Context: an optimization exercise on an open-source flow, tuned for small area, a short achievable clock period and few clock cycles. The choices shown serve that exercise and are no tape-out recipe. At most, simulation tests tie the RTL to the original design; equivalence was not proved. No functional check of the RTL was part of run 1.

==> flow/design.v, too long to show whole: its modules and the start of the top module <==
// module ce_update: 2255 lines
// module csa_fa: 4 lines
// module csa_ha: 4 lines
module ce_update (
    input  wire         clk,
    input  wire         rst,
    input  wire         start,
    output reg          done,
    input  wire [1:0]   law,
    input  wire [1:0]   nbq,
    input  wire [15:0]  e,
    input  wire [255:0] s_in,
    input  wire [16:0]  umod,
    input  wire [15:0]  tco,
    input  wire [7:0]   tref,
    input  wire [7:0]   t,
    input  wire [7:0]   damp,
    input  wire         dith_en,
    input  wire         wd,
    input  wire         ho,
    input  wire [17:0]  ff,
    input  wire [17:0]  lr,
    input  wire [639:0] coef,
    input  wire [15:0]  kph,
    input  wire [15:0]  gout,
    input  wire [31:0]  rgout,
    input  wire [15:0]  kb,
    input  wire [16:0]  win,
    output wire [255:0] s_out,
    output reg  [31:0]  w,
    output reg  [16:0]  ul,
    output reg  [16:0]  ucmd,
    output reg  [7:0]   dh
);
  // ...
==> flow/flow/run.sh <==
#!/bin/bash
# The standard flow (standard.sh: unchanged synthesis, floorplan, placement,
# CTS, routing) with a larger setup-repair target (SETUP_SLACK_MARGIN), so that
# repair_timing keeps improving the paths that set the achieved period.
# Port buffers use the smallest buffer cell.  The SDC is not changed.
set -eo pipefail
export BUFFER_PORTS_ARGS="-buffer_cell sky130_fd_sc_hd__buf_1"
SETUP_SLACK_MARGIN=10.5 bash standard.sh > standard.log 2>&1
==> flow/standard.sh <==
#!/bin/bash
# synth_recipe.tcl (not shown) runs the flow's synth.tcl, then flattens the netlist and writes it again
# the make line also repeats each setting of config.mk as NAME=value (left out here)
make -C /OpenROAD-flow-scripts/flow DESIGN_CONFIG=/design/flow/config.mk WORK_HOME=/design/flow/orfs CLKGATE_MAP_FILE= SYNTH_SCRIPT=/design/flow/synth_recipe.tcl "${@:-finish}"
==> flow/config.mk <==
export PLATFORM = sky130hd
export DESIGN_NAME = ce_update
export DESIGN_NICKNAME = ce_update
export VERILOG_FILES = /design/flow/design.v
export SDC_FILE = /design/flow/constraint.sdc
export NUM_CORES = 8
export LEC_CHECK = 0
export ABC_AREA = 1
export CAP_MARGIN = 35
export CORE_MARGIN = 2
export CORE_UTILIZATION = 30
export PLACE_DENSITY = 0.5
export SLEW_MARGIN = 20
export SYNTH_HIERARCHICAL = 1
==> flow/constraint.sdc <==
create_clock -name core_clock -period 18.0 [get_ports {clk}]
set_input_delay 3.6000 -clock core_clock [delete_from_list [all_inputs] [get_ports {clk}]]
set_output_delay 3.6000 -clock core_clock [all_outputs]
set_load 0.01 [all_outputs]
==> summary.md, run 1 <==
| Metric | Value |
|---|---|
| CP Max Fanout | 22 |
| Met2 Use GR | 0.604 |
| Met1 WL | 248,000 um |
| Cell with the most instances after synthesis | nand2_1 |
| CTS buffer count | 88 |
| Most used DFF post-synth | dfxtp_1 |
| Share of layout cells above drive strength 1 | 0.0862 |
| Clk cell area share | 0.0337 |
| DRC Markers | 0 |
| GR Util met1 | 0.608 |
| CP Depth | 12 |
| Root buffer cell | clkbuf_16 |
| Clk slew on worst S/H paths | around 60 ps |
| Via count | between 90,000 and 100k |
| Synth area leaders | fa_1 (16%), nand2_1 (13%), edfxtp_1 (13%) |
| Hold_ws | 482 ps |
| GPL Wtd Cong | around 1.1 |
| Buffers excl. clock | 1,857 |
| Status | finished clean |
| Crit path required time | 14,400 ps |
| Finished Cell Area | a little over 0.09 sq mm |
| Critical path startpoint | acc[46] |
| HPWL Detailed | 500,000 um |
| Final Hold Vio Count | 0 |
| Largest family of logic cells by synthesized area | simple AND/OR/NAND/NOR gates |
| Postcts setup bufs | 50 |
| Clock latency at the later pin of the worst-skew pair | 800 ps |
| Post-route setup slack | 10,440 ps |
| Register area share after synthesis | 0.224 |
| Via density | 5.96 |
| Slowest library cell on the worst path | o21ai_4 |
| Met3 Wirelength | 89,800 um |
| Mapped Nets | 12,400 |
| Most common cell on crit path | nand2_1 |
| H-tree levels | 3 |
| CP arrival | 3960 ps |
==> run 2, diff against run 1 <==
--- a/flow/design.v
+++ b/flow/design.v
@@ -65,24 +65,31 @@
             assign sw[gi] = s_in[32*gi +: 32];
         end
         for (gi = 0; gi < 20; gi = gi + 1) begin : g_cw
             assign cw[gi] = coef[32*gi +: 32];
         end
     endgenerate
     wire       law2   = (law_r == 2'd2);
     wire [2:0] core_n = (law_r == 2'd0) ? 3'd4 : 3'd6;
-    reg  [2:0]  psel;
-    reg         pr_acc, pr_base, pr_ps, pr_b23, pr_b27, pr_b31;
-    wire [66:0] pre = ({67{pr_acc}} & acc)
-                    | ({67{pr_base}} & {{20{v_r[31]}}, v_r, 15'd0})    
-                    | ({67{pr_ps}} & {{7{sadd_r[31]}}, sadd_r, 28'd0})
-                    | ({44'd0, pr_b23, 23'd0}) | ({39'd0, pr_b27, 27'd0}) | ({35'd0, pr_b31, 31'd0});
+    reg  [2:0]  psel, psel_r;
+    reg  [66:0] pre;
     wire [66:0] mac_s, mac_c;
     wire [66:0] mac = mac_s + mac_c;
+    always @(*) begin
+        case (psel_r)
+            P_ACC:   pre = acc;
+            P_RND:   pre = 67'd1 << 27;
+            P_R23:   pre = 67'd1 << 23;
+            P_R31:   pre = 67'd1 << 31;
+            P_BASE:  pre = {{20{v_r[31]}}, v_r, 15'd0};    
+            P_PS:    pre = {{7{sadd_r[31]}}, sadd_r, 28'h8000000};
+            default: pre = 67'd0;
+        endcase
+    end
     wire m_1 = (b_one[0] & opa[0]) ^ b_neg[0];
     wire m_2 = ((b_one[0] & opa[1]) | (b_two[0] & opa[0])) ^ b_neg[0];
     wire m_3 = ((b_one[0] & opa[2]) | (b_two[0] & opa[1])) ^ b_neg[0];
     wire m_4 = ((b_one[0] & opa[3]) | (b_two[0] & opa[2])) ^ b_neg[0];
     wire m_5 = ((b_one[0] & opa[4]) | (b_two[0] & opa[3])) ^ b_neg[0];
     wire m_6 = ((b_one[0] & opa[5]) | (b_two[0] & opa[4])) ^ b_neg[0];
     wire m_7 = ((b_one[0] & opa[6]) | (b_two[0] & opa[5])) ^ b_neg[0];
     wire m_8 = ((b_one[0] & opa[7]) | (b_two[0] & opa[6])) ^ b_neg[0];
@@ -2129,22 +2136,17 @@
             B_DU:    b_n = {{8{du[24]}}, du};
             default: b_n = {17'd0, gout};
         endcase
     end
     wire [36:0] bx = (bsel == B_KB) ? {2'b00, kb, 2'b00, kb, 1'b0}
                                     : {{3{b_n[32]}}, b_n, 1'b0};
     integer j;
     always @(posedge clk) begin
-        pr_acc  <= (psel == P_ACC);
-        pr_base <= (psel == P_BASE);
-        pr_ps   <= (psel == P_PS);
-        pr_b23  <= (psel == P_R23);
-        pr_b27  <= (psel == P_RND) | (psel == P_PS);
-        pr_b31  <= (psel == P_R31);
+        psel_r <= psel;
         acc  <= mac;
         opa  <= opa_n;
         opa2 <= (asel == A_DW) ? {{2{mac[56]}}, mac[56:40], 14'd0} : opa_n;
         for (j = 0; j < 17; j = j + 1) begin
             b_one[j] <= bx[2*j+1] ^ bx[2*j];
             b_two[j] <= (bx[2*j+2] & ~bx[2*j+1] & ~bx[2*j]) | (~bx[2*j+2] & bx[2*j+1] & bx[2*j]);
             b_neg[j] <= bx[2*j+2] ^ bneg;
         end
==> flow/flow/run.sh (replaced) <==
#!/bin/bash
# The standard flow (standard.sh: unchanged synthesis, floorplan, placement,
# CTS, routing) with a larger setup-repair target (SETUP_SLACK_MARGIN), so that
# repair_timing keeps improving the paths that set the achieved period.
# Port buffers use the smallest buffer cell; after global routing, gates on
# paths with slack to spare are downsized (power recovery).  The SDC is not
# changed.
# If detailed routing leaves an antenna violation that its repair cannot fix,
# the layout is made again with the repair target nudged (which moves cells
# and so the routing), at most twice.
set -eo pipefail
export BUFFER_PORTS_ARGS="-buffer_cell sky130_fd_sc_hd__buf_1"
export RECOVER_POWER=100
ANT=orfs/reports/sky130hd/ce_update/base/drt_antennas.log
try=0
for margin in 11 11.02 10.98; do
  try=$((try + 1))
  rm -rf orfs out/final.def
  SETUP_SLACK_MARGIN=$margin bash standard.sh > standard_try$try.log 2>&1
  if ! grep -q VIOLATED "$ANT"; then
    break
  fi
  cp "$ANT" antenna_violations_try$try.log
done
==> summary.md, run 2 <==
| Metric | Value |
|---|---|
| Yosys Warn Count | 7 (unchanged) |
| CP Depth | 21 (was 12) |
| Initial antenna violation count | 148 (was 152) |
| Top reg by flops | s_r (unchanged) |
| Crit path required time | 18,680 ps (was 14,400 ps) |
| Largest registers | s_r: 256 flops, acc: 67 flops (unchanged) |
| Worst Hold Class | reg -> reg (unchanged) |
| Met2 Use GR | 0.593 (was 0.604) |
| Total gr overflow | 0 (unchanged) |
| R2R depth | 21 (was 24) |
| Most common cell after layout, fill and taps aside | nand2_1 (unchanged) |
| Die area | 0.258 sq mm (about the same) |
| Final Hold Vio Count | 0 (unchanged) |
| Largest stage delay, worst path | 2520 ps (was 510 ps) |
| Commonest non-fill, non-tap cells in the layout | nand2_1 (2,758), buf_1 (1,366), inv_1 (954) (was nand2_1 (2,623), buf_1 (1,442), inv_1 (974)) |
| Post-CTS Hold Buffers | 0 (unchanged) |
| Fin crit share | 0.697 (was 0.420) |
| Via count | 88,700 (was 90,400) |
| Area of the multi-input gates | 0.0532 sq mm (was 0.0533 sq mm) |
| Setup Skew | 78.7 ps (was 51.6 ps) |
| Clk buf depth | 3 (unchanged) |
| Max Cap Viol | 44 (was 0) |
| Setup violators final | 0 (unchanged) |
| Iter 0 DRT Violations | 13,500 (was 14,100) |
| Worst Hold Path Cells | 2 (unchanged) |
| Mapped Nets | 12,400 (about the same) |
| Met3 Use GR | 0.153 (was 0.205) |
| Register area share after synthesis | 0.223 (was 0.224) |
| Avg Inst Size Synth | 7.33 sq um (was 7.36 sq um) |
| Placed Area | 0.0853 sq mm (was 0.0859 sq mm) |
| Status | failed layout checks (was finished clean) |
| Most used DFF post-synth | dfxtp_1 (unchanged) |
| Root buffer cell | clkbuf_16 (unchanged) |
| Slowest library cell on the worst path | clkinvlp_2 (was o21ai_4) |
| Minimum clock period after layout | 12,540 ps (was 7560 ps) |
| Via density | 5.87 (was 5.96) |
| Worst Setup Path Type | reg -> reg (was reg -> out) |
| Total iterations of the first detailed-routing run | 8 (was 6) |
| Area share of the largest cell type after synthesis | 0.159 (about the same) |
| Async S/R FF share, synth | 0 (unchanged) |
| Initial core utilization | 0.302 (about the same) |
| H-tree levels | 3 (unchanged) |
| Final core occ | 0.360 (was 0.363) |
| Post-synth cell types | 72 (was 66) |
| Vias in the first global route | 84,000 (was 84,600) |
| Fmax | 79.8 MHz (was 132 MHz) |
| TNS Setup | 0 ps (unchanged) |
| Largest net degree at the start of global routing | 66 (unchanged) |
| Drt wl/cell | 37.4 um (was 40.3 um) |
| Slew @ Worst Pin | 4070 ps (was 1140 ps) |
| Die Ht | 508 um (about the same) |
| Share of layout cells above drive strength 1 | 0.0736 (was 0.0862) |
| # nets final | 13,700 (about the same) |
| CTS tree | done (unchanged) |
| SO Faults | capacitance limit, slew limit |
| Mapped Area | 0.0762 sq mm (was 0.0761 sq mm) |
| Drt total wl | 565,000 um (was 611,000 um) |
| Crit end category | register (was output port) |
| Synth area leaders | fa_1 (16%), nand2_1 (14%), edfxtp_1 (13%) (was fa_1 (16%), nand2_1 (13%), edfxtp_1 (13%)) |
| Core area | 0.252 sq mm (unchanged) |
| WP buf/inv | 6 (was 5) |
| Area growth syn-to-layout | 19.0% (was 20.3%) |
| Worst Setup Start Kind | register (unchanged) |
| Most common cell on crit path | nand2_1 (unchanged) |
| DRC Markers | 0 (unchanged) |
| GPL Wtd Cong | 1.09 (was 1.10) |
| HPWL Detailed | 455,000 um (was 500,000 um) |
| CP arrival | 13,220 ps (was 3960 ps) |
| Die width | 508 um (about the same) |
| Port bufs | 1,442 (unchanged) |
| Max-slew violations | 1,241 (was 0) |
| Clock Sinks | 684 (was 687) |
| Reg area | 0.0171 sq mm (about the same) |
| Grt peak-use layer | met2 (was met1) |
| Post-synth EDFFs | 329 (unchanged) |
| Slew headroom | -1.71 (was 0.237) |
| FP Rows | 184 (unchanged) |
| Synth Instances | 10,400 (was 10,300) |
| All-layer global routing usage | 0.420 (was 0.455) |
| Register bit count reported by yosys | 684 (was 687) |
| Io pins | 1,443 (unchanged) |
| Crit-path leading delay family | buffers and inverters (unchanged) |
| Routed Antenna Nets | 0 (unchanged) |
| CP cell instances | clkbuf_1, clkinvlp_2, nand2_1, a21oi_1, nand2_1, nand2_2, clkinvlp_2, nand3_1, o211ai_1, nand2_1, nor2_1, nand2_2, inv_1, clkbuf_1, nand2_1, nand2_1, nor2_1, nand2_1, o21bai_1, clkbuf_1, nand4_1 (was nand4_1, nor4_1, nand2_1, o21ai_2, buf_6, inv_1, buf_4, o21ai_4, buf_4, nand2_1, nand2_1, buf_1) |
| Clock latency at the later pin of the worst-skew pair | 780 ps (was 800 ps) |
| GR Util met1 | 0.568 (was 0.608) |
| CP Max Fanout | 36 (was 22) |
| Fill cells | 27,700 (was 27,400) |
| First-pass GRT wire length | 742,000 um (was 789,000 um) |
| Largest register FFs | 256 (unchanged) |
| RSZ-0062 raised after global routing | yes (unchanged) |
| Clk slew on worst S/H paths | 70 ps (was 60 ps) |
| Finished Cell Area | 0.0907 sq mm (was 0.0915 sq mm) |
| Leading area contributor after synthesis | fa_1 (unchanged) |
| Cell with the most instances after synthesis | nand2_1 (unchanged) |
| CTS buffer count | 88 (unchanged) |
| Commonest cells post-synth | nand2_1 (2,758), inv_1 (995), nor2_1 (766) (was nand2_1 (2,635), inv_1 (1,035), nor2_1 (730)) |
run 2: changes by cell type in the layout (fill, tap and decap cells not counted), sizes merged, moves of 45 or more:
cell and change:
clkbuf +159, buf -195, o21ai -80, a31oi -64, nand2 +123, nand3 -45
nand4 -50
run 2: cell type report:
cell class | count | area share
Timing Repair inverter | 1 | 0.0000828
Clock buffer | 123 | 0.0280
Sequential cell | 684 | 0.189
Antenna cell | 62 | 0.00171
Timing Repair Buffer | 1816 | 0.0943
Multi-Input combinational cell | 7947 | 0.587
Inverter | 1096 | 0.0474
Clock inverter | 43 | 0.00636
Tap cell | 3348 | 0.0462
run 2: worst register-to-register path, cell delays in order (launching register included):
cell and delay, ps:
edfxtp_1 320, clkbuf_1 1750, clkinvlp_2 2560, nand2_1 1300, a21oi_1 180, nand2_1 120, nand2_2 120, clkinvlp_2 1320
nand3_1 350, o211ai_1 330, nand2_1 100, nor2_1 560, nand2_2 280, inv_1 720, clkbuf_1 1300, nand2_1 160
nand2_1 130, nor2_1 50, nand2_1 160, o21bai_1 210, clkbuf_1 290, nand4_1 130
run 2: final timing paths:
check | startpoint | endpoint | slack, ps
setup / recovery | law_r[0] | opa[17] | 5460
hold / removal | s_r[0][2] | s_r[0][2] | 490
setup reg to reg | law_r[0] | opa[17] | 5460
hold reg to reg | s_r[0][2] | s_r[0][2] | 490
run 2: cells by family after synthesis:
logic type	Yosys count	synth area share
compound gates	2082	0.162
fa+ha+maj	927	0.212
buf+inv	1758	0.0900
xor+xnor	793	0.0912
flops	684	0.223
simple gates	4143	0.222
run 2: Yosys stat by module (local to each module, per instance):
module,area (sq um),copies in the design,flip-flops and latches
ce_update,64300,1,684
csa_fa,20.0,562,0
csa_ha,12.5,47,0
run 2: routing by layer:
layer	vias to the layer above	routed length (um)
li1	36600	-
met3	1300	75100
met4	68	32200
met1	44000	230000
met2	6666	227000
met5	-	506
run 2: what timing repair did:
item	4_1_cts	5_1_grt
pin swaps	14	41
cloned	3	6
gates resized for setup	273	265
endpoints found under the setup margin	321	211
buffers inserted	81	55
run 2: per-stage QoR:
stage / cells / hold slack (ps) / setup WS, ps
2_1_floorplan: 10400 / 447 / 11340
3_3_place_gp: 14700 / 461 / 8760
3_5_place_dp: 14700 / 465 / 8740
4_1_cts: 15000 / 486 / 10950
5_1_grt: 15100 / 499 / 5490
6_report: 15100 / 490 / 5460
Testbench counts of run 2, summed over its fixed seeds: cycles 29,269.
==> run 3, diff against run 2 <==
==> flow/flow/run.sh (replaced) <==
#!/bin/bash
# The standard flow (standard.sh: unchanged synthesis, floorplan, placement,
# CTS, routing) with a larger setup-repair target (SETUP_SLACK_MARGIN), so that
# repair_timing keeps improving the paths that set the achieved period.
# Port buffers use the smallest buffer cell.  The SDC is not changed.
# If detailed routing leaves an antenna violation that its repair cannot fix,
# the layout is made again with the repair target nudged (which moves cells
# and so the routing), at most twice.
set -eo pipefail
export BUFFER_PORTS_ARGS="-buffer_cell sky130_fd_sc_hd__buf_1"
ANT=orfs/reports/sky130hd/ce_update/base/drt_antennas.log
try=0
for margin in 11 11.02 10.98; do
  try=$((try + 1))
  rm -rf orfs out/final.def
  SETUP_SLACK_MARGIN=$margin bash standard.sh > standard_try$try.log 2>&1
  if ! grep -q VIOLATED "$ANT"; then
    break
  fi
  cp "$ANT" antenna_violations_try$try.log
done
==> summary.md, run 3 <==
| Metric | Value |
|---|---|
| Initial core utilization | 0.302 (unchanged) |
| Setup Skew | 77.0 ps (was 78.7 ps) |
| Fmax | 143 MHz (was 79.8 MHz) |
| TNS Setup | 0 ps (unchanged) |
| Area share of the largest cell type after synthesis | 0.159 (unchanged) |
| Mapped Nets | 12,400 (unchanged) |
| Slew headroom | 0.285 (was -1.71) |
| CTS buffer count | 88 (unchanged) |
| Worst Hold Path Cells | 2 (unchanged) |
| Worst Setup Path Type | reg -> out (was reg -> reg) |
| Final Hold Vio Count | 0 (unchanged) |
| Max Cap Viol | 0 (was 44) |
| Register area share after synthesis | 0.223 (unchanged) |
| HPWL Detailed | 455,000 um (unchanged) |
| H-tree levels | 3 (unchanged) |
| Met3 Use GR | 0.156 (was 0.153) |
| All-layer global routing usage | 0.420 (about the same) |
| Reg2reg setup slack | 11,080 ps (was 5460 ps) |
| CP cell instances | clkinv_8, nor2_1, nand3_1, or2_1, inv_2, nand3_1, nand2_2, inv_1, buf_12, nand2_8, buf_12, o21ai_2, buf_4, nand2_1, nand2_2, buf_1 (was clkbuf_1, clkinvlp_2, nand2_1, a21oi_1, nand2_1, nand2_2, clkinvlp_2, nand3_1, o211ai_1, nand2_1, nor2_1, nand2_2, inv_1, clkbuf_1, nand2_1, nand2_1, nor2_1, nand2_1, o21bai_1, clkbuf_1, nand4_1) |
| First-pass GRT wire length | 742,000 um (about the same) |
| Routed Antenna Nets | 0 (unchanged) |
| Via count | 88,900 (was 88,700) |
| Mapped Area | 0.0762 sq mm (unchanged) |
| Grt peak-use layer | met2 (unchanged) |
| Cell with the most instances after synthesis | nand2_1 (unchanged) |
| Register bit count reported by yosys | 684 (unchanged) |
| Met2 Use GR | 0.597 (was 0.593) |
| Initial antenna violation count | 151 (was 148) |
| Leading area contributor after synthesis | fa_1 (unchanged) |
| Post-synth EDFFs | 329 (unchanged) |
| Crit path required time | 14,400 ps (was 18,680 ps) |
| Setup violators final | 0 (unchanged) |
| Most used DFF post-synth | dfxtp_1 (unchanged) |
| Top reg by flops | s_r (unchanged) |
| Post-CTS Hold Buffers | 0 (unchanged) |
| R2R depth | 20 (was 21) |
| Clock Sinks | 684 (unchanged) |
| Clock latency at the later pin of the worst-skew pair | 800 ps (was 780 ps) |
| Die Ht | 508 um (unchanged) |
| GR Util met1 | 0.565 (was 0.568) |
| GPL Wtd Cong | 1.09 (unchanged) |
| Synth Instances | 10,400 (unchanged) |
| Worst Setup Start Kind | register (unchanged) |
| Async S/R FF share, synth | 0 (unchanged) |
| DRC Markers | 0 (unchanged) |
| Largest stage delay, worst path | 430 ps (was 2520 ps) |
| RSZ-0062 raised after global routing | yes (unchanged) |
| # nets final | 13,700 (about the same) |
| Hold path startpoint | s_r[0][7] (was s_r[0][2]) |
| CP arrival | 3380 ps (was 13,220 ps) |
| Iter 0 DRT Violations | 13,500 (about the same) |
| Fin crit share | 0.388 (was 0.697) |
| Area growth syn-to-layout | 21.1% (was 19.0%) |
| Total iterations of the first detailed-routing run | 6 (was 8) |
| FP Rows | 184 (unchanged) |
| Vias in the first global route | 84,100 (was 84,000) |
| Largest registers | s_r: 256 flops, acc: 67 flops (unchanged) |
| Clk buf depth | 3 (unchanged) |
| Root buffer cell | clkbuf_16 (unchanged) |
| Worst Hold Class | reg -> reg (unchanged) |
| Crit end category | output port (was register) |
| Largest register FFs | 256 (unchanged) |
| Port bufs | 1,442 (unchanged) |
| Core area | 0.252 sq mm (unchanged) |
| Io pins | 1,443 (unchanged) |
| Commonest non-fill, non-tap cells in the layout | nand2_1 (2,724), buf_1 (1,429), inv_1 (937) (was nand2_1 (2,758), buf_1 (1,366), inv_1 (954)) |
| Die width | 508 um (unchanged) |
| Die area | 0.258 sq mm (unchanged) |
| Worst Hold End | s_r[0][7] (was s_r[0][2]) |
| Avg Inst Size Synth | 7.33 sq um (unchanged) |
| CTS tree | done (unchanged) |
| Drt wl/cell | 37.4 um (about the same) |
| Max-slew violations | 0 (was 1,241) |
| Synth area leaders | fa_1 (16%), nand2_1 (14%), edfxtp_1 (13%) (unchanged) |
| R2r startpoint | psel_r[1] (was law_r[0]) |
| Largest net degree at the start of global routing | 66 (unchanged) |
| CP Depth | 16 (was 21) |
| Via density | 5.88 (was 5.87) |
| WP buf/inv | 7 (was 6) |
| Total gr overflow | 0 (unchanged) |
| Post-synth cell types | 72 (unchanged) |
| Minimum clock period after layout | 6980 ps (was 12,540 ps) |
| Crit-path leading delay family | simple AND/OR/NAND/NOR gates (was buffers and inverters) |
| Share of layout cells above drive strength 1 | 0.0969 (was 0.0736) |
| Drt total wl | 566,000 um (was 565,000 um) |
| Commonest cells post-synth | nand2_1 (2,758), inv_1 (995), nor2_1 (766) (unchanged) |
| Fill cells | 27,500 (was 27,700) |
| Status | finished clean (was failed layout checks) |
| Yosys Warn Count | 7 (unchanged) |
| Clk slew on worst S/H paths | 60 ps (was 70 ps) |
| Slowest library cell on the worst path | dfxtp_4 (was clkinvlp_2) |
| Worst r2r dst | acc[63] (was opa[17]) |
| Most common cell after layout, fill and taps aside | nand2_1 (unchanged) |
| CP Max Fanout | 30 (was 36) |
| Slew @ Worst Pin | 1070 ps (was 4070 ps) |
| Final core occ | 0.366 (was 0.360) |
==> run 3: how the worst max path moves through the flow <==
stage	startpoint	to
2_1_floorplan	damp[0]	ucmd[15]
3_3_place_gp	acc[24]	ucmd[11]
3_5_place_dp	acc[24]	ucmd[0]
4_1_cts	acc[66]	s_out[158]
5_1_grt	opa[26]	opa2[32]
6_report	acc[66]	s_out[158]
==> run 3: Yosys stat by module, one instance, submodules excluded <==
module | times used | cells inside
csa_fa | 562 | 1
ce_update | 1 | 9778
csa_ha | 47 | 1
==> run 3: layer usage <==
layer / routed length [um] / vias to the layer above / part of all wire
li1: - / 36700 / -
met1: 228000 / 44100 / 0.40
met2: 228000 / 6749 / 0.40
met3: 77400 / 1297 / 0.14
met4: 31900 / 68 / 0.056
met5: 494 / - / 0.00087
==> run 3: repair_timing <==
| action | in CTS | in global routing |
|---|---|---|
| pin swaps | 16 | 51 |
| endpoints found under the hold margin | 0 | 0 |
| buffers inserted | 83 | 60 |
| endpoints found under the setup margin | 324 | 221 |
| gates cloned | 4 | 7 |
| resized for setup | 290 | 301 |
==> run 3: area by class of cell <==
class                           count  area, sq um  share of cell area
Tap cell                         3348         4190              0.0454
Clock inverter                     43          577             0.00625
Antenna cell                       64          160             0.00174
Inverter                         1096         4330              0.0469
Multi-Input combinational cell   7947        54200               0.587
Clock buffer                      123         2540              0.0275
Timing Repair inverter              2         16.3            0.000176
Sequential cell                   684        17100               0.186
Timing Repair Buffer             1823         9180              0.0995
==> run 3: cell families (layout without fill, tap and decap cells) <==
kind of cell	after synthesis	in the layout	share of synthesized area
buffers and inverters	1758	3087	0.0900
DFF	684	684	0.223
xor gates and xnor gates	793	793	0.0912
other	0	64	0
and+or+nand+nor	4143	4145	0.222
adders and majority gates	927	927	0.212
AOI/OAI and AO/OA	2082	2082	0.162
==> run 3: worst min-delay path, cell delays in order, from the launching register on <==
cell     delay [ps]
dfxtp_1         320
o21ai_0          80
inv_1            50
==> run 3: through the flow <==
stage	instance area, sq um	std cells	hold WS, ps	worst slack (ps)
global placement	84900	14700	461	8760
global route	92200	15100	499	10970
floorplan	76200	10400	447	11340
detailed placement	85300	14700	465	8740
CTS	90200	15000	486	10970
finish	92300	15100	489	11020
==> run 4, diff against run 3 <==
--- a/flow/config.mk
+++ b/flow/config.mk
@@ -9,6 +9,6 @@
 export CAP_MARGIN = 35
 export CORE_MARGIN = 2
 export CORE_UTILIZATION = 30
-export PLACE_DENSITY = 0.5
+export PLACE_DENSITY = 0.6
 export SLEW_MARGIN = 20
 export SYNTH_HIERARCHICAL = 1
==> summary.md, run 4 <==
| Metric | Value |
|---|---|
| Critical path startpoint | psel_r[1] (was acc[66]) |
| Share of layout cells above drive strength 1 | 0.0933 (was 0.0969) |
| Largest registers | s_r: 256 flops, acc: 67 flops (unchanged) |
| Total gr overflow | 0 (unchanged) |
| Setup violators final | 0 (unchanged) |
| All-layer global routing usage | 0.395 (was 0.420) |
| CTS buffer count | 86 (was 88) |
| Core area | 0.252 sq mm (unchanged) |
| Placed cells | 14,700 (about the same) |
| Slew @ Worst Pin | 1270 ps (was 1070 ps) |
| Most common cell on crit path | fa_1 |
| RSZ-0062 raised after global routing | yes (unchanged) |
| CP Max Fanout | 5 (was 30) |
| Async S/R FF share, synth | 0 (unchanged) |
| Worst Setup Start Kind | register (unchanged) |
| Max Cap Viol | 0 (unchanged) |
| Reg2reg setup slack | 11,000 ps (was 11,080 ps) |
| Commonest cells post-synth | nand2_1 (2,758), inv_1 (995), nor2_1 (766) (unchanged) |
| Post-synth cell types | 72 (unchanged) |
| Root buffer cell | clkbuf_16 (unchanged) |
| Commonest non-fill, non-tap cells in the layout | nand2_1 (2,728), buf_1 (1,403), inv_1 (944) (was nand2_1 (2,724), buf_1 (1,429), inv_1 (937)) |
| Worst Hold Class | reg -> reg (unchanged) |
| CP endpoint | opa[24] (was s_out[158]) |
| Die area | 0.258 sq mm (unchanged) |
| Via count | 86,400 (was 88,900) |
| Worst Setup Path Type | reg -> reg (was reg -> out) |
| Synth area leaders | fa_1 (16%), nand2_1 (14%), edfxtp_1 (13%) (unchanged) |
| Drt total wl | 530,000 um (was 566,000 um) |
| Top reg by flops | s_r (unchanged) |
| Slowest library cell on the worst path | o211ai_1 (was dfxtp_4) |
| Most common cell after layout, fill and taps aside | nand2_1 (unchanged) |
| H-tree levels | 3 (unchanged) |
| Via density | 5.73 (was 5.88) |
| Drt wl/cell | 35.1 um (was 37.4 um) |
| Total iterations of the first detailed-routing run | 10 (was 6) |
| CP arrival | 7630 ps (was 3380 ps) |
| FP Rows | 184 (unchanged) |
| CTS tree | done (unchanged) |
| Clock Sinks | 684 (unchanged) |
| Final Hold Vio Count | 0 (unchanged) |
| Initial core utilization | 0.302 (unchanged) |
| CP Depth | 21 (was 16) |
| Status | finished clean (unchanged) |
| Crit path required time | 18,630 ps (was 14,400 ps) |
| Leading area contributor after synthesis | fa_1 (unchanged) |
| Die width | 508 um (unchanged) |
| Setup Skew | 97.7 ps (was 77.0 ps) |
| Crit-path leading delay family | adder cells (was simple AND/OR/NAND/NOR gates) |
| Post-synth EDFFs | 329 (unchanged) |
| Yosys Warn Count | 7 (unchanged) |
| Max-slew violations | 0 (unchanged) |
| Vias in the first global route | 81,500 (was 84,100) |
| R2r startpoint | psel_r[1] (unchanged) |
| Mapped Nets | 12,400 (unchanged) |
| Largest stage delay, worst path | 750 ps (was 430 ps) |
| Port bufs | 1,442 (unchanged) |
| Iter 0 DRT Violations | 13,100 (was 13,500) |
| Worst Hold Path Cells | 2 (unchanged) |
| Clk slew on worst S/H paths | 70 ps (was 60 ps) |
| Fill cells | 27,600 (was 27,500) |
| Die Ht | 508 um (unchanged) |
| Initial antenna violation count | 147 (was 151) |
| Area share of the largest cell type after synthesis | 0.159 (unchanged) |
| Largest register FFs | 256 (unchanged) |
| Hold_ws | 486 ps (was 489 ps) |
| Most used DFF post-synth | dfxtp_1 (unchanged) |
| Avg Inst Size Synth | 7.33 sq um (unchanged) |
| DRC Markers | 0 (unchanged) |
| Clock latency at the later pin of the worst-skew pair | 810 ps (was 800 ps) |
| CP cell instances | nor3_2, buf_6, clkinvlp_4, buf_4, buf_4, o211ai_1, fa_1, fa_1, fa_1, fa_1, fa_1, ha_2, a21oi_2, o21ai_0, nand2_1, nand2_1, a211oi_1, nand2_1, or2_2, nand3_1, nand4_1 (was clkinv_8, nor2_1, nand3_1, or2_1, inv_2, nand3_1, nand2_2, inv_1, buf_12, nand2_8, buf_12, o21ai_2, buf_4, nand2_1, nand2_2, buf_1) |
| GPL Wtd Cong | 1.06 (was 1.09) |
| Cell with the most instances after synthesis | nand2_1 (unchanged) |
| Crit end category | register (was output port) |
| HPWL Detailed | 427,000 um (was 455,000 um) |
| Register bit count reported by yosys | 684 (unchanged) |
| Minimum clock period after layout | 7000 ps (was 6980 ps) |
| Area growth syn-to-layout | 20.1% (was 21.1%) |
| Io pins | 1,443 (unchanged) |
| Clk buf depth | 3 (unchanged) |
| Routed Antenna Nets | 0 (unchanged) |
| R2R depth | 21 (was 20) |
| WP buf/inv | 4 (was 7) |
| Register area share after synthesis | 0.223 (unchanged) |
| Synth Instances | 10,400 (unchanged) |
| Worst r2r dst | opa[24] (was acc[63]) |
| First-pass GRT wire length | 700,000 um (was 742,000 um) |
| Non-filler cells, final | 15,100 (about the same) |
| # nets final | 13,600 (was 13,700) |
| Fmax | 143 MHz (about the same) |
| TNS Setup | 0 ps (unchanged) |
| Largest net degree at the start of global routing | 68 (was 66) |
| Fin crit share | 0.389 (was 0.388) |
| Mapped Area | 0.0762 sq mm (unchanged) |
| Slew headroom | 0.156 (was 0.285) |
## run 4: modules after synthesis, one instance, submodules excluded
module | copies in the design | cells | area [sq um] | flops+latches
csa_fa | 562 | 1 | 20.0 | 0
csa_ha | 47 | 1 | 12.5 | 0
ce_update | 1 | 9778 | 64300 | 684
## run 4: area by class of cell
| type | count | area, sq um | area share |
|---|---|---|---|
| Multi-Input combinational cell | 7950 | 54000 | 0.591 |
| Sequential cell | 684 | 17100 | 0.187 |
| Timing Repair Buffer | 1784 | 8720 | 0.0953 |
| Inverter | 1096 | 4340 | 0.0474 |
| Tap cell | 3348 | 4190 | 0.0458 |
| Clock buffer | 120 | 2440 | 0.0267 |
| Clock inverter | 41 | 469 | 0.00513 |
| Antenna cell | 68 | 170 | 0.00186 |
| Timing Repair inverter | 2 | 15.0 | 0.000164 |
## run 4: worst min-delay path by stage
stage                   start         to  slack, ps
floorplan           s_r[0][0]  s_r[0][0]        450
global placement    s_r[0][4]  s_r[0][4]        460
detailed placement  s_r[0][2]  s_r[0][2]        460
CTS                   acc[66]      w[31]        480
global route        s_r[0][3]  s_r[0][3]        510
finish              s_r[0][2]  s_r[0][2]        490
## run 4: repair_timing
action | 4_1_cts | 5_1_grt
pin swaps | 14 | 43
resized for setup | 230 | 336
hold buffers | 0 | 0
setup buffers | 65 | 55
endpoints found under the setup margin | 318 | 254
cloned | 3 | 10
## run 4: worst reg2reg max path, delay by kind of cell, from the launching register on
| kind | cells | cell delay (ps) |
|---|---|---|
| AO/OA/AOI/OAI | 4 | 1440 |
| adder cells (fa/ha/maj) | 6 | 3160 |
| buffers and inverters | 4 | 610 |
| flip-flops | 1 | 370 |
| AND/OR/NAND/NOR | 7 | 1320 |
## run 4: metal layers
layer,up-vias,global-route usage,part of all wire
met5,-,0.00574,0.0020
met4,106,0.196,0.063
met3,1385,0.169,0.15
met2,6492,0.552,0.40
met1,41800,0.514,0.39
li1,36600,-,-
## run 4: kinds of logic after synthesis
logic type / Yosys count / synth area share
AO/OA/AOI/OAI: 2082 / 0.162
XOR/XNOR: 793 / 0.0912
adder cells (fa/ha/maj): 927 / 0.212
buffers and inverters: 1758 / 0.0900
flip-flops: 684 / 0.223
AND/OR/NAND/NOR: 4143 / 0.222
## run 4: stage by stage
stage,setup WS (ps),instance area [sq um],util
after floorplan,11340,76200,-
after CTS,10970,89400,0.355
after detailed placement,9620,85100,0.338
after global routing,10940,91400,0.363
after global placement,9710,84800,0.337
final,11000,91500,0.363
==> run 5, diff against run 4 <==
--- a/flow/config.mk
+++ b/flow/config.mk
@@ -9,6 +9,6 @@
 export CAP_MARGIN = 35
 export CORE_MARGIN = 2
 export CORE_UTILIZATION = 30
-export PLACE_DENSITY = 0.6
+export PLACE_DENSITY = 0.4
 export SLEW_MARGIN = 20
 export SYNTH_HIERARCHICAL = 1
==> summary.md, run 5 <==
| Metric | Value |
|---|---|
| Clk buf depth | 3 (unchanged) |
| Drt wl/cell | 37.3 um (was 35.1 um) |
| CTS tree | done (unchanged) |
| Reg2reg setup slack | 10,970 ps (was 11,000 ps) |
| Drt total wl | 566,000 um (was 530,000 um) |
| Largest register FFs | 256 (unchanged) |
| Yosys Warn Count | 7 (unchanged) |
| Max-slew violations | 0 (unchanged) |
| Share of layout cells above drive strength 1 | 0.104 (was 0.0933) |
| Worst Hold Class | reg -> reg (unchanged) |
| Worst r2r dst | opa[29] (was opa[24]) |
| Mapped Nets | 12,400 (unchanged) |
| Commonest non-fill, non-tap cells in the layout | nand2_1 (2,734), buf_1 (1,408), inv_1 (931) (was nand2_1 (2,728), buf_1 (1,403), inv_1 (944)) |
| Worst Hold End | s_r[3][30] (was s_r[0][2]) |
| RSZ-0062 raised after global routing | yes (unchanged) |
| Iter 0 DRT Violations | 12,100 (was 13,100) |
| Routed Antenna Nets | 0 (unchanged) |
| DRC Markers | 0 (unchanged) |
| Top Layer Used | met5 (unchanged) |
| Area share of the largest cell type after synthesis | 0.159 (unchanged) |
| Most common cell after layout, fill and taps aside | nand2_1 (unchanged) |
| Hold path startpoint | s_r[3][30] (was s_r[0][2]) |
| Most common cell on crit path | fa_1 (unchanged) |
| Total iterations of the first detailed-routing run | 8 (was 10) |
| First-pass GRT wire length | 744,000 um (was 700,000 um) |
| Async S/R FF share, synth | 0 (unchanged) |
| Initial antenna violation count | 132 (was 147) |
| FP Rows | 184 (unchanged) |
| Worst Setup Path Type | reg -> reg (unchanged) |
| Finished Cell Area | 0.0930 sq mm (was 0.0915 sq mm) |
| Met3 Wirelength | 65,600 um (was 78,500 um) |
| Top reg by flops | s_r (unchanged) |
| Avg Inst Size Synth | 7.33 sq um (unchanged) |
| Initial core utilization | 0.302 (unchanged) |
| Die area | 0.258 sq mm (unchanged) |
| Fill cells | 27,500 (was 27,600) |
| Slew headroom | 0.168 (was 0.156) |
| Synth Instances | 10,400 (unchanged) |
| CP Max Fanout | 4 (was 5) |
| Final core occ | 0.369 (was 0.363) |
| Mapped Area | 0.0762 sq mm (unchanged) |
| Clock latency at the later pin of the worst-skew pair | 810 ps (about the same) |
| Met1 WL | 235,000 um (was 207,000 um) |
| Fmax | 142 MHz (was 143 MHz) |
| Via count | 87,900 (was 86,400) |
| Die Ht | 508 um (unchanged) |
| HPWL Detailed | 457,000 um (was 427,000 um) |
| All-layer global routing usage | 0.421 (was 0.395) |
| GPL Wtd Cong | 1.06 (about the same) |
| Crit path required time | 18,540 ps (was 18,630 ps) |
| Most used DFF post-synth | dfxtp_1 (unchanged) |
| # nets final | 13,700 (was 13,600) |
| Setup violators final | 0 (unchanged) |
| Crit end category | register (unchanged) |
| R2R depth | 21 (unchanged) |
| Minimum clock period after layout | 7030 ps (was 7000 ps) |
| H-tree levels | 3 (unchanged) |
| Setup Skew | 99.3 ps (was 97.7 ps) |
| Largest stage delay, worst path | 640 ps (was 750 ps) |
| Worst Setup Start Kind | register (unchanged) |
| Final Hold Vio Count | 0 (unchanged) |
| Max Cap Viol | 0 (unchanged) |
| CTS buffer count | 91 (was 86) |
| Slew @ Worst Pin | 1250 ps (was 1270 ps) |
| Area growth syn-to-layout | 22.1% (was 20.1%) |
| Port bufs | 1,442 (unchanged) |
| R2r startpoint | b_one[4] (was psel_r[1]) |
| TNS Setup | 0 ps (unchanged) |
| Total gr overflow | 0 (unchanged) |
| Root buffer cell | clkbuf_16 (unchanged) |
| Leading area contributor after synthesis | fa_1 (unchanged) |
| Cell with the most instances after synthesis | nand2_1 (unchanged) |
| Register bit count reported by yosys | 684 (unchanged) |
| Register area share after synthesis | 0.223 (unchanged) |
| Die width | 508 um (unchanged) |
| Clock Sinks | 684 (unchanged) |
| Placed Area | 0.0855 sq mm (was 0.0851 sq mm) |
| Fin crit share | 0.390 (was 0.389) |
| Clk slew on worst S/H paths | 60 ps (was 70 ps) |
| Met2 WL post-DR | 237,000 um (was 210,000 um) |
| Vias in the first global route | 84,000 (was 81,500) |
| Largest registers | s_r: 256 flops, acc: 67 flops (unchanged) |
| Status | finished clean (unchanged) |
| Synth area leaders | fa_1 (16%), nand2_1 (14%), edfxtp_1 (13%) (unchanged) |
| Commonest cells post-synth | nand2_1 (2,758), inv_1 (995), nor2_1 (766) (unchanged) |
| Io pins | 1,443 (unchanged) |
| Slowest library cell on the worst path | fa_1 (was o211ai_1) |
| CP arrival | 7570 ps (was 7630 ps) |
| Via density | 5.79 (was 5.73) |
| Post-synth cell types | 72 (unchanged) |
| CP cell instances | o21ai_2, buf_4, xor2_1, fa_1, fa_1, fa_1, fa_1, fa_1, fa_1, ha_4, a21oi_1, o21ai_1, o21bai_1, a21oi_2, nand3_4, nand2_1, nand4_1, a21oi_2, nand2_1, nand3_2, nand4_1 (was nor3_2, buf_6, clkinvlp_4, buf_4, buf_4, o211ai_1, fa_1, fa_1, fa_1, fa_1, fa_1, ha_2, a21oi_2, o21ai_0, nand2_1, nand2_1, a211oi_1, nand2_1, or2_2, nand3_1, nand4_1) |
| Largest net degree at the start of global routing | 70 (was 68) |
| Core area | 0.252 sq mm (unchanged) |
| Post-synth EDFFs | 329 (unchanged) |
| Worst Hold Path Cells | 2 (unchanged) |
run 5: cell counts after synthesis:
Identical to the previous run, type by type.
run 5: worst max-delay path, delay by kind of cell, from the launching register on:
family                     cells  cell delay [ps]
and+or+nand+nor                6             1040
AOI/OAI and AO/OA              6             1400
buffers and inverters          1              220
DFF                            1              380
adders and majority gates      7             3410
xor gates and xnor gates       1              350
run 5: worst max-delay path by stage:
stage | startpoint | endpoint | slack [ps]
detailed placement | psel_r[1] | opa[29] | 9290
finish | b_one[4] | opa[29] | 10970
global route | psel_r[2] | opa[29] | 10870
CTS | b_one[8] | opa[29] | 10850
floorplan | damp[0] | ucmd[15] | 11340
global placement | psel_r[1] | opa[29] | 9310
run 5: cells by family after synthesis:
kind of cell / share of synthesized area
AND/OR/NAND/NOR: 0.222
AO/OA/AOI/OAI: 0.162
buffers and inverters: 0.0900
adder cells (fa/ha/maj): 0.212
XOR/XNOR: 0.0912
flip-flops: 0.223
run 5: cell type report:
| cell class | count | area [sq um] | share of cell area |
|---|---|---|---|
| antenna | 63 | 158 | 0.00170 |
| timing repair buffer | 1862 | 9700 | 0.104 |
| sequential | 684 | 17100 | 0.184 |
| inverter | 1096 | 4330 | 0.0466 |
| clock buffer | 123 | 2610 | 0.0281 |
| multi-input combinational | 7950 | 54400 | 0.585 |
| timing repair inverter | 2 | 13.8 | 0.000148 |
| tap | 3348 | 4190 | 0.0451 |
| clock inverter | 46 | 470 | 0.00506 |
run 5: modules after synthesis (local to each module, per instance):
module	copies in the design	cell area, sq um	cells inside
csa_ha	47	12.5	1
ce_update	1	64300	9778
csa_fa	562	20.0	1
run 5: per-stage QoR:
step	setup WS, ps	hold slack [ps]	std cells
2_1_floorplan	11340	447	10400
3_3_place_gp	9310	460	14700
3_5_place_dp	9290	468	14800
4_1_cts	10850	480	15000
5_1_grt	10870	509	15100
6_report	10970	481	15200
run 5: layer usage:
| layer | GRT usage | up-vias |
|---|---|---|
| met4 | 0.167 | 48 |
| met1 | 0.571 | 44000 |
| met2 | 0.619 | 6001 |
| met3 | 0.131 | 1094 |
| li1 | - | 36700 |
| met5 | 0 | - |
run 5: timing repair:
item	CTS	global route
pin swaps	22	91
setup endpoints to repair	317	244
cloned	4	10
gates resized for setup	314	315
hold buffers	0	0
setup buffers	90	70
==> run 6, diff against run 5 <==
--- a/flow/config.mk
+++ b/flow/config.mk
@@ -5,10 +5,10 @@
 export SDC_FILE = /design/flow/constraint.sdc
 export NUM_CORES = 8
 export LEC_CHECK = 0
-export ABC_AREA = 1
+export ABC_AREA = 0
 export CAP_MARGIN = 35
 export CORE_MARGIN = 2
 export CORE_UTILIZATION = 30
-export PLACE_DENSITY = 0.4
+export PLACE_DENSITY = 0.5
 export SLEW_MARGIN = 20
 export SYNTH_HIERARCHICAL = 1
==> summary.md, run 6 <==
| Metric | Value |
|---|---|
| Largest net degree at the start of global routing | 73 (was 70) |
| Crit path required time | 18,700 ps (was 18,540 ps) |
| Largest registers | s_r: 256 flops, acc: 67 flops (unchanged) |
| Via count | 86,800 (was 87,900) |
| CP Max Fanout | 31 (was 4) |
| Total gr overflow | 0 (unchanged) |
| Yosys Warn Count | 7 (unchanged) |
| Synth Instances | 8,620 (was 10,400) |
| Status | finished clean (unchanged) |
| Async S/R FF share, synth | 0 (unchanged) |
| Met2 Use GR | 0.599 (was 0.619) |
| Adder-cell share of the synthesized area | 0.216 (was 0.212) |
| DRC Markers | 0 (unchanged) |
| All-layer global routing usage | 0.438 (was 0.421) |
| CTS tree | done (unchanged) |
| TNS Setup | 0 ps (unchanged) |
| Post-route setup slack | 10,860 ps (was 10,970 ps) |
| Top reg by flops | s_r (unchanged) |
| Met3 Use GR | 0.231 (was 0.131) |
| Via density | 6.44 (was 5.79) |
| Minimum clock period after layout | 7140 ps (was 7030 ps) |
| CP arrival | 7840 ps (was 7570 ps) |
| First-pass GRT wire length | 750,000 um (was 744,000 um) |
| Worst Hold Class | reg -> reg (unchanged) |
| Post-synth cell types | 101 (was 72) |
| Vias in the first global route | 81,100 (was 84,000) |
| RSZ-0062 raised after global routing | yes (unchanged) |
| Mux cell area share after synthesis | 0.0285 (was 0) |
| Post-synth EDFFs | 329 (unchanged) |
| Leading area contributor after synthesis | fa_1 (unchanged) |
| Total iterations of the first detailed-routing run | 10 (was 8) |
| Clock Sinks | 684 (unchanged) |
| Largest family of logic cells by synthesized area | compound AO/OA/AOI/OAI gates (was simple AND/OR/NAND/NOR gates) |
| Most common cell after layout, fill and taps aside | buf_1 (was nand2_1) |
| Final Hold Vio Count | 0 (unchanged) |
| Clk slew on worst S/H paths | 70 ps (was 60 ps) |
| Setup violators final | 0 (unchanged) |
| Fmax | 140 MHz (was 142 MHz) |
| Register area share after synthesis | 0.227 (was 0.223) |
| Routed Antenna Nets | 0 (unchanged) |
| Grt peak-use layer | met2 (unchanged) |
| Io pins | 1,443 (unchanged) |
| Register bit count reported by yosys | 684 (unchanged) |
| Area growth syn-to-layout | 28.0% (was 22.1%) |
| Cell with the most instances after synthesis | nand2_1 (unchanged) |
| Clock latency at the later pin of the worst-skew pair | 820 ps (was 810 ps) |
| GR Util met1 | 0.556 (was 0.571) |
| Drt total wl | 584,000 um (was 566,000 um) |
| Fill cells | 25,700 (was 27,500) |
| Avg Inst Size Synth | 8.67 sq um (was 7.33 sq um) |
| Mapped Area | 0.0748 sq mm (was 0.0762 sq mm) |
| Compound-Gate Fraction of Synth Area | 0.244 (was 0.162) |
| Crit end category | register (unchanged) |
| Slew @ Worst Pin | 1240 ps (was 1250 ps) |
| Slew headroom | 0.172 (was 0.168) |
| Share of layout cells above drive strength 1 | 0.161 (was 0.104) |
| Iter 0 DRT Violations | 13,600 (was 12,100) |
| Drt wl/cell | 43.3 um (was 37.3 um) |
| Area share of the largest cell type after synthesis | 0.162 (was 0.159) |
| Largest register FFs | 256 (unchanged) |
| # nets final | 12,000 (was 13,700) |
| H-tree levels | 3 (unchanged) |
| Fin crit share | 0.397 (was 0.390) |
| Synth area leaders | fa_1 (16%), edfxtp_1 (13%), dfxtp_1 (9.5%) (was fa_1 (16%), nand2_1 (14%), edfxtp_1 (13%)) |
| GPL Wtd Cong | 1.05 (was 1.06) |
| Most used DFF post-synth | dfxtp_1 (unchanged) |
| FP Rows | 183 (was 184) |
| Die Ht | 503 um (was 508 um) |
| Worst Setup Start Kind | register (unchanged) |
| Max Cap Viol | 0 (unchanged) |
| Die area | 0.253 sq mm (was 0.258 sq mm) |
| Setup Slack @ Placement | 8780 ps (was 9290 ps) |
| Clk buf depth | 3 (unchanged) |
| Port bufs | 1,442 (unchanged) |
| Initial antenna violation count | 170 (was 132) |
| Setup Skew | 105 ps (was 99.3 ps) |
| Mapped Nets | 10,700 (was 12,400) |
| Max-slew violations | 0 (unchanged) |
| HPWL Detailed | 462,000 um (was 457,000 um) |
| Die width | 503 um (was 508 um) |
| Synth Area in Simple Gates | 0.135 (was 0.222) |
| XOR/XNOR Fraction of Synth Area | 0.0900 (was 0.0912) |
| Commonest cells post-synth | nand2_1 (757), clkbuf_1 (720), xnor2_1 (689) (was nand2_1 (2,758), inv_1 (995), nor2_1 (766)) |
| Core area | 0.248 sq mm (was 0.252 sq mm) |
| Root buffer cell | clkbuf_16 (unchanged) |
| Initial core utilization | 0.301 (was 0.302) |
| Worst Setup Path Type | reg -> reg (unchanged) |
| CTS buffer count | 88 (was 91) |
| Commonest non-fill, non-tap cells in the layout | buf_1 (1,384), nand2_1 (748), xnor2_1 (664) (was nand2_1 (2,734), buf_1 (1,408), inv_1 (931)) |
run 6: repair_timing:
action,CTS,global route
cloned,14,12
buffers inserted,128,100
pin swaps,89,208
hold buffers,0,0
gates resized for setup,662,412
endpoints found under the setup margin,322,225
run 6: layer usage:
layer / vias up / wire (um) / share of wire
met5: - / 953 / 0.0016
met4: 102 / 36100 / 0.062
met3: 1594 / 95700 / 0.16
met2: 7411 / 229000 / 0.39
met1: 43800 / 223000 / 0.38
li1: 33900 / - / -
run 6: cell families after synthesis:
kind of cell,after synthesis
DFF,684
and+or+nand+nor,2222
buffers and inverters,1173
AOI/OAI and AO/OA,2649
muxes,197
xor gates and xnor gates,768
adders and majority gates,927
run 6: modules after synthesis, one instance, submodules excluded:
module,copies in the design,cells inside,area (sq um)
ce_update,1,8011,62900
csa_fa,562,1,20.0
csa_ha,47,1,12.5
run 6: worst paths after layout:
kind / startpoint / endpoint / slack (ps) / cells after the start
worst max-delay path: k[2] / opa[9] / 10860 / 13
worst min-delay path: s_r[0][7] / s_r[0][7] / 500 / 2
worst max register to register: k[2] / opa[9] / 10860 / 13
worst min register to register: s_r[0][7] / s_r[0][7] / 500 / 2
run 6: per-stage QoR:
step	utilization	instance area [sq um]	hold WS, ps	cells
floorplan	-	74800	454	8620
CTS	0.372	92400	500	13300
finish	0.386	95700	499	13500
global placement	0.340	84400	470	12900
detailed placement	0.343	85000	491	12900
global route	0.385	95500	514	13400
run 6: worst max-delay path, stage by stage, from the launching register on:
cell and delay [ps]:
edfxtp_1 760, clkinvlp_4 490, ha_1 490, or3_1 410, nor4_4 620, or3_4 540
buf_4 620, nand2_1 730, o32ai_1 1140, a221oi_1 100, nand2_1 160, o221a_2 390
a211o_1 310, mux2_2 210
run 6: cell type report:
class                   count  area, sq um  area share
diodes                    109          273     0.00285
inverters                 328         1230      0.0129
multi-input cells        6767        57000       0.596
well taps                3330         4170      0.0435
repair buffers           2107        12600       0.131
clock inverters            50          767     0.00801
clock buffers             116         2430      0.0254
flip-flops and latches    684        17300       0.180

## separate check: timing with driven ports
The flow's constraints put no driver on any port. The routed layouts listed below were extracted and timed again, unchanged, in two steps. Step 1: set_driving_cell puts a clkbuf_16 on clk and a buf_2 on each other input, an assumption about the parent block. Step 2 also shifts input and output timing later by t, the mid clock arrival at the registers, as if the neighbouring blocks saw the same clock. Three values: no drivers, after step 1, after step 2; two values: the first two.
run	shift t [ns]	setup slack, ns	latest minus earliest clock arrival (ns)
run 1	0.885	10.436 / 10.322 / 10.154	0.057 / 0.056
run 2	0.849	5.461 / 5.461 / 5.461	0.096 / 0.096
run 3	0.859	11.023 / 10.916 / 10.409	0.102 / 0.102
run 4	0.867	11.000 / 10.935 / 10.697	0.101 / 0.101
run 5	0.853	10.972 / 10.883 / 10.689	0.099 / 0.100
run 6	0.838	10.858 / 10.857 / 10.158	0.106 / 0.107
For run 6, which loses most, drivers alone change the setup slack by -0.001 ns; drivers and shift together by -0.700 ns.
